Source: an optimization exercise on an open RTL-to-GDS flow (aim: small area, a short achievable clock period and few clock cycles per item). Production flows keep margins and buffers that such runs may drop. Only simulation tests tie the RTL to the original design; equivalence was not proved.

v6:
## air_cmac
module air_cmac (
    input  wire         clk,
    input  wire         rst,
    input  wire         in_valid,
    output wire         in_ready,
    input  wire         in_first,
    input  wire         in_last,
    input  wire [4:0]   in_nbytes,
    input  wire [127:0] in_key,
    input  wire [127:0] in_data,
    output reg          out_valid,
    input  wire         out_ready,
    output wire [63:0]  out_tag
);
==> module aes_key_step, before the edit <==
module aes_key_step (
    input  wire [127:0] rk,
    input  wire [7:0]   rcon,
    output wire [127:0] next
);
    wire [31:0] w0 = rk[127:96] ^ {rcon, 24'h0};
    wire [31:0] w1 = rk[95:64];
    wire [31:0] w2 = rk[63:32];
    wire [31:0] w3 = rk[31:0];
    wire [31:0] sw;
    aes_sbox u_s0 (.a(w3[23:16]), .y(sw[31:24]));
    aes_sbox u_s1 (.a(w3[15:8]),  .y(sw[23:16]));
    aes_sbox u_s2 (.a(w3[7:0]),   .y(sw[15:8]));
    aes_sbox u_s3 (.a(w3[31:24]), .y(sw[7:0]));
    wire [31:0] p1 = w0 ^ w1;
    wire [31:0] p2 = p1 ^ w2;
    wire [31:0] p3 = p2 ^ w3;
    assign next = {w0 ^ sw, p1 ^ sw, p2 ^ sw, p3 ^ sw};
endmodule
==> module aes_round, before the edit <==
module aes_round (
    input  wire [127:0] state,
    input  wire [127:0] rk,
    output wire [127:0] sr,
    output wire [127:0] mcx
);
    wire [127:0] sb;
    genvar i;
    generate
        for (i = 0; i < 16; i = i + 1) begin : g_sub
            aes_sbox u_sbox (.a(state[127-8*i -: 8]), .y(sb[127-8*i -: 8]));
        end
    endgenerate
    genvar c, r, j;
    generate
        for (c = 0; c < 4; c = c + 1) begin : g_col
            for (r = 0; r < 4; r = r + 1) begin : g_row
                assign sr[127-8*(4*c+r) -: 8] = sb[127-8*(4*((c+r)%4)+r) -: 8];
            end
        end
    endgenerate
    generate
        for (c = 0; c < 4; c = c + 1) begin : g_mix
            wire [7:0] a [0:3];
            wire [7:0] p [0:3];
            for (r = 0; r < 4; r = r + 1) begin : g_a
                assign a[r] = sr[127-32*c-8*r -: 8];
            end
            for (r = 0; r < 4; r = r + 1) begin : g_p
                assign p[r] = a[r] ^ a[(r+1)%4];
            end
            for (r = 0; r < 4; r = r + 1) begin : g_out
                wire [7:0] k  = rk[127-32*c-8*r -: 8];
                wire [7:0] x  = (a[(r+1)%4] ^ k) ^ p[(r+2)%4];
                wire [7:0] y  = {p[r][6:4], p[r][3] ^ p[r][7], p[r][2] ^ p[r][7],
                                 p[r][1], p[r][0] ^ p[r][7], p[r][7]};
                assign mcx[127-32*c-8*r -: 8] = x ^ y;
            end
        end
    endgenerate
endmodule
==> module air_cmac, before the edit <==
module air_cmac (
    input  wire         clk,
    input  wire         rst,
    input  wire         in_valid,
    output wire         in_ready,
    input  wire         in_first,
    input  wire         in_last,
    input  wire [4:0]   in_nbytes,
    input  wire [127:0] in_key,
    input  wire [127:0] in_data,
    output reg          out_valid,
    input  wire         out_ready,
    output wire [63:0]  out_tag
);
    reg         bfull;
    reg [127:0] blk;
    reg         bfirst, blast, bhit;
    reg [4:0]   bnb;
    reg [127:0] key_r;     
    reg [127:0] l_r;       
    reg         l_valid;
    reg [127:0] state;     
    reg [127:0] rk;        
    reg [3:0]   rnd;       
    reg         fin_rnd;   
    reg         sel_w3;    
    reg  [7:0]  rcon;      
    reg         pend;      
    reg         job_l;     
    reg         job_last;  
    assign in_ready = !bfull;
    assign out_tag  = state[127:64];
    function automatic [127:0] dbl(input [127:0] v);
        dbl = {v[126:0], 1'b0} ^ (v[127] ? 128'h87 : 128'h0);
    endfunction
    wire [127:0] k1 = dbl(l_r);
    wire [127:0] k2 = dbl(k1);
    reg  [127:0] padded;
    integer b;
    always @(*) begin
        for (b = 0; b < 16; b = b + 1) begin
            if (b < bnb)
                padded[127-8*b -: 8] = blk[127-8*b -: 8];
            else if (b == bnb)
                padded[127-8*b -: 8] = 8'h80;
            else
                padded[127-8*b -: 8] = 8'h00;
        end
    end
    wire         need_l = bfirst && !bhit;
    wire [127:0] m_in   = !blast         ? blk :
                          (bnb >= 5'd16) ? (blk ^ k1) : (padded ^ k2);
    wire [127:0] feed   = (need_l ? 128'h0 : m_in) ^ key_r;
    wire [127:0] rk_next;
    wire [127:0] sr, mcx;
    aes_key_step u_key (.rk({fin_rnd ? key_r[127:32] : rk[127:32],
                              sel_w3  ? key_r[31:0]   : rk[31:0]}),
                        .rcon(rcon), .next(rk_next));
    aes_round    u_rnd (.state(state), .rk(rk), .sr(sr), .mcx(mcx));
    wire wr_l    = fin_rnd && pend && job_l;                 
    wire wr_tag  = fin_rnd && pend && !job_l && job_last;      
    wire start   = fin_rnd && bfull && !(pend && (job_l || job_last)) &&
                   !(out_valid && !out_ready);
    wire keep_x  = pend;
    wire add_f   = !(pend && (job_l || job_last));
    wire [127:0] keep_m = {128{keep_x}};
    wire [127:0] fin    = (sr & keep_m) ^ ((rk & keep_m) ^ (add_f ? feed : 128'h0));
    always @(posedge clk) begin
        if (!bfull) begin
            blk    <= in_data;
            bnb    <= in_nbytes;
            bfirst <= in_first;
            blast  <= in_last;
            bhit   <= l_valid && (in_key == key_r);
            if (in_valid && in_first) begin
                key_r <= in_key;
                if (in_key != key_r)
                    l_valid <= 1'b0;
            end
        end
        if (out_valid && out_ready)
            out_valid <= 1'b0;
        if (!fin_rnd) begin
            state <= mcx;
            rk    <= rk_next;
            rnd   <= rnd + 4'd1;
            fin_rnd <= (rnd == 4'd9);
            sel_w3  <= rnd[3] && rnd[0];    
            rcon    <= (rnd == 4'd9) ? 8'h01 : {rcon[6:0], 1'b0} ^ (rcon[7] ? 8'h1b : 8'h00);
        end else begin
            if (wr_l) begin
                l_r     <= fin;
                l_valid <= 1'b1;
                bhit    <= 1'b1;
                pend    <= 1'b0;
            end
            if (wr_tag) begin
                state     <= fin;               
                out_valid <= 1'b1;
                pend      <= 1'b0;
            end
            if (start) begin
                state    <= fin;
                rk       <= rk_next;
                rnd      <= 4'd1;
                fin_rnd  <= 1'b0;
                sel_w3   <= 1'b0;
                rcon     <= 8'h02;
                pend     <= 1'b1;
                job_l    <= need_l;
                job_last <= blast;
            end
        end
        if (!bfull)
            bfull <= in_valid;
        else if (start && !need_l)
            bfull <= 1'b0;
        if (rst) begin
            bfull     <= 1'b0;
            rnd       <= 4'd10;
            fin_rnd   <= 1'b1;
            sel_w3    <= 1'b1;
            rcon      <= 8'h01;
            pend      <= 1'b0;
            out_valid <= 1'b0;
            l_valid   <= 1'b0;
        end
    end
endmodule
clock: 10.0 ns
lec_check: 0
cap_margin: 20
core_margin: 2
core_utilization: 65
cts_buf_list: sky130_fd_sc_hd__clkbuf_4 sky130_fd_sc_hd__clkbuf_8
place_density: 0.85
setup_slack_margin: 3.8
slew_margin: 20
standard.sh (not shown) runs the stock make flow with config.mk's settings and CLKGATE_MAP_FILE= SYNTH_SCRIPT=/design/flow/synth_recipe.tcl, a recipe that flattens the netlist after the stock synthesis.
==> flow/flow/run.sh <==
#!/bin/bash
# Layout flow: the standard flow (standard.sh) with two changes.
#  1. Synthesis: ABC maps the logic with flow/abc_map.script (an area-
#     oriented &nf mapping) in place of ORFS's abc_speed/abc_area script.
#     Everything else in synthesis, registers included, is the standard
#     synthesis.
#  2. Placement: the port buffers that buffer_ports puts on every input and
#     output are sky130_fd_sc_hd__buf_1 cells.
# Each tool's output goes to the ORFS logs under orfs/logs; make's own
# output goes to flow_make.log.
set -euo pipefail
HERE=$(pwd)

# ORFS's synth.tcl, with abc_args pointed at our ABC script right after the
# preamble has set them up.
sed "/source \$::env(SCRIPTS_DIR)\/synth_preamble.tcl/a set abc_args [lreplace \$abc_args 1 1 $HERE/flow/abc_map.script]" \
    "$FLOW_HOME/scripts/synth.tcl" > "$HERE/synth_core.tcl"
grep -q "abc_map.script" "$HERE/synth_core.tcl"
# The standard flow's synthesis wrapper, sourcing that copy instead of ORFS's.
sed "s#source \$::env(SCRIPTS_DIR)/synth.tcl#source $HERE/synth_core.tcl#" \
    "$HERE/synth_recipe.tcl" > "$HERE/synth_top.tcl"
grep -q "synth_core.tcl" "$HERE/synth_top.tcl"

bash "$HERE/standard.sh" SYNTH_SCRIPT="$HERE/synth_top.tcl" \
    BUFFER_PORTS_ARGS="-buffer_cell sky130_fd_sc_hd__buf_1" \
    finish > "$HERE/flow_make.log" 2>&1
==> flow/flow/abc_map.script <==
strash
&get -n
&dch -f
&nf -R 1000
&put
buffer -c
topo
stime -c
upsize -c
dnsize -c
The flow did not stop early for v6: all stages ran, and the layout cleared the timing, design-rule and antenna checks.
Testbench counts of v6, summed over its fixed seeds: cycles 28,895, blocks 2,635.
diff inputs: v6 => v7
--- a/flow/design.v
+++ b/flow/design.v
@@ -138,5 +138,5 @@
     output wire [127:0] next
 );
-    wire [31:0] w0 = rk[127:96] ^ {rcon, 24'h0};
+    wire [31:0] w0 = rk[127:96];
     wire [31:0] w1 = rk[95:64];
     wire [31:0] w2 = rk[63:32];
@@ -147,15 +147,18 @@
     aes_sbox u_s2 (.a(w3[7:0]),   .y(sw[15:8]));
     aes_sbox u_s3 (.a(w3[31:24]), .y(sw[7:0]));
+    wire [31:0] t = sw ^ {rcon, 24'h0};
     wire [31:0] p1 = w0 ^ w1;
     wire [31:0] p2 = p1 ^ w2;
     wire [31:0] p3 = p2 ^ w3;
-    assign next = {w0 ^ sw, p1 ^ sw, p2 ^ sw, p3 ^ sw};
+    assign next = {w0 ^ t, p1 ^ t, p2 ^ t, p3 ^ t};
 endmodule
 module aes_round (
     input  wire [127:0] state,
-    input  wire [127:0] rk,
     output wire [127:0] sr,
-    output wire [127:0] mcx
+    output wire [127:0] mc
 );
+    function automatic [7:0] xt(input [7:0] b);
+        xt = {b[6:0], 1'b0} ^ (b[7] ? 8'h1b : 8'h00);
+    endfunction
     wire [127:0] sb;
     genvar i;
@@ -165,5 +168,5 @@
         end
     endgenerate
-    genvar c, r, j;
+    genvar c, r;
     generate
         for (c = 0; c < 4; c = c + 1) begin : g_col
@@ -175,19 +178,13 @@
     generate
         for (c = 0; c < 4; c = c + 1) begin : g_mix
-            wire [7:0] a [0:3];
-            wire [7:0] p [0:3];
-            for (r = 0; r < 4; r = r + 1) begin : g_a
-                assign a[r] = sr[127-32*c-8*r -: 8];
-            end
-            for (r = 0; r < 4; r = r + 1) begin : g_p
-                assign p[r] = a[r] ^ a[(r+1)%4];
-            end
-            for (r = 0; r < 4; r = r + 1) begin : g_out
-                wire [7:0] k  = rk[127-32*c-8*r -: 8];
-                wire [7:0] x  = (a[(r+1)%4] ^ k) ^ p[(r+2)%4];
-                wire [7:0] y  = {p[r][6:4], p[r][3] ^ p[r][7], p[r][2] ^ p[r][7],
-                                 p[r][1], p[r][0] ^ p[r][7], p[r][7]};
-                assign mcx[127-32*c-8*r -: 8] = x ^ y;
-            end
+            wire [7:0] a0 = sr[127-32*c -: 8];
+            wire [7:0] a1 = sr[119-32*c -: 8];
+            wire [7:0] a2 = sr[111-32*c -: 8];
+            wire [7:0] a3 = sr[103-32*c -: 8];
+            wire [7:0] t  = a0 ^ a1 ^ a2 ^ a3;
+            assign mc[127-32*c -: 8] = a0 ^ t ^ xt(a0 ^ a1);
+            assign mc[119-32*c -: 8] = a1 ^ t ^ xt(a1 ^ a2);
+            assign mc[111-32*c -: 8] = a2 ^ t ^ xt(a2 ^ a3);
+            assign mc[103-32*c -: 8] = a3 ^ t ^ xt(a3 ^ a0);
         end
     endgenerate
@@ -230,9 +227,10 @@
     wire [127:0] k1 = dbl(l_r);
     wire [127:0] k2 = dbl(k1);
+    wire         full = !blast || (bnb >= 5'd16);
     reg  [127:0] padded;
     integer b;
     always @(*) begin
         for (b = 0; b < 16; b = b + 1) begin
-            if (b < bnb)
+            if (full || b < bnb)
                 padded[127-8*b -: 8] = blk[127-8*b -: 8];
             else if (b == bnb)
@@ -242,14 +240,13 @@
         end
     end
+    wire [127:0] kx = !blast ? 128'h0 : (full ? k1 : k2);
     wire         need_l = bfirst && !bhit;
-    wire [127:0] m_in   = !blast         ? blk :
-                          (bnb >= 5'd16) ? (blk ^ k1) : (padded ^ k2);
-    wire [127:0] feed   = (need_l ? 128'h0 : m_in) ^ key_r;
+    wire [127:0] feed   = (need_l ? 128'h0 : (padded ^ kx)) ^ key_r;
     wire [127:0] rk_next;
-    wire [127:0] sr, mcx;
+    wire [127:0] sr, mc;
     aes_key_step u_key (.rk({fin_rnd ? key_r[127:32] : rk[127:32],
                               sel_w3  ? key_r[31:0]   : rk[31:0]}),
                         .rcon(rcon), .next(rk_next));
-    aes_round    u_rnd (.state(state), .rk(rk), .sr(sr), .mcx(mcx));
+    aes_round    u_rnd (.state(state), .sr(sr), .mc(mc));
     wire wr_l    = fin_rnd && pend && job_l;                 
     wire wr_tag  = fin_rnd && pend && !job_l && job_last;      
@@ -276,5 +273,5 @@
             out_valid <= 1'b0;
         if (!fin_rnd) begin
-            state <= mcx;
+            state <= mc ^ rk;
             rk    <= rk_next;
             rnd   <= rnd + 4'd1;
### Flow results
The standard cell with the maximum stage delay on the critical path comes out dfxtp_4 in one run and xnor2_1 in the other, namely in v7 and v6 respectively. On v7: final core utilization is 2.5 points higher than what v6 gave. v7 finished all stages; the layout is clean. Compared with v6, in v7 maximum frequency from static timing analysis fell by about 1.5%, post-synthesis to final-layout area growth rose by 3.7 points, total routed wirelength fell by about 4.4%, post-layout worst setup margin fell by 0.096 ns.
Testbench counts of v7, summed over its fixed seeds: cycles 28,895, blocks 2,635.

-- static timing again, ports no longer ideal --
No port has a modelled driver above. Below, the same layouts with a new extraction and two added sets of constraints.
Step 1, drivers: a clkbuf_16 drives clk and a buf_2 each remaining input, both assumed.
Step 2 adds t to the input delays and takes it off the output delays; t is the mean of the earliest and latest rising clock arrival at the registers after step 1. Input paths then give back, and output paths get back, about the clock's delay inside the block.
Three values: no drivers, after step 1, after step 2; two values: the first two.
run | t, ns | setup WS [ns] | hold slack, ns | worst slew at a driven data input, ns
v6 | 0.875 | 3.838 / 3.838 / 3.838 | 0.474 / 0.474 / 0.474 | 0.10
v7 | 0.879 | 3.742 / 3.742 / 3.742 | 0.470 / 0.470 / 0.470 | 0.08
After both steps every run listed still meets setup and hold.
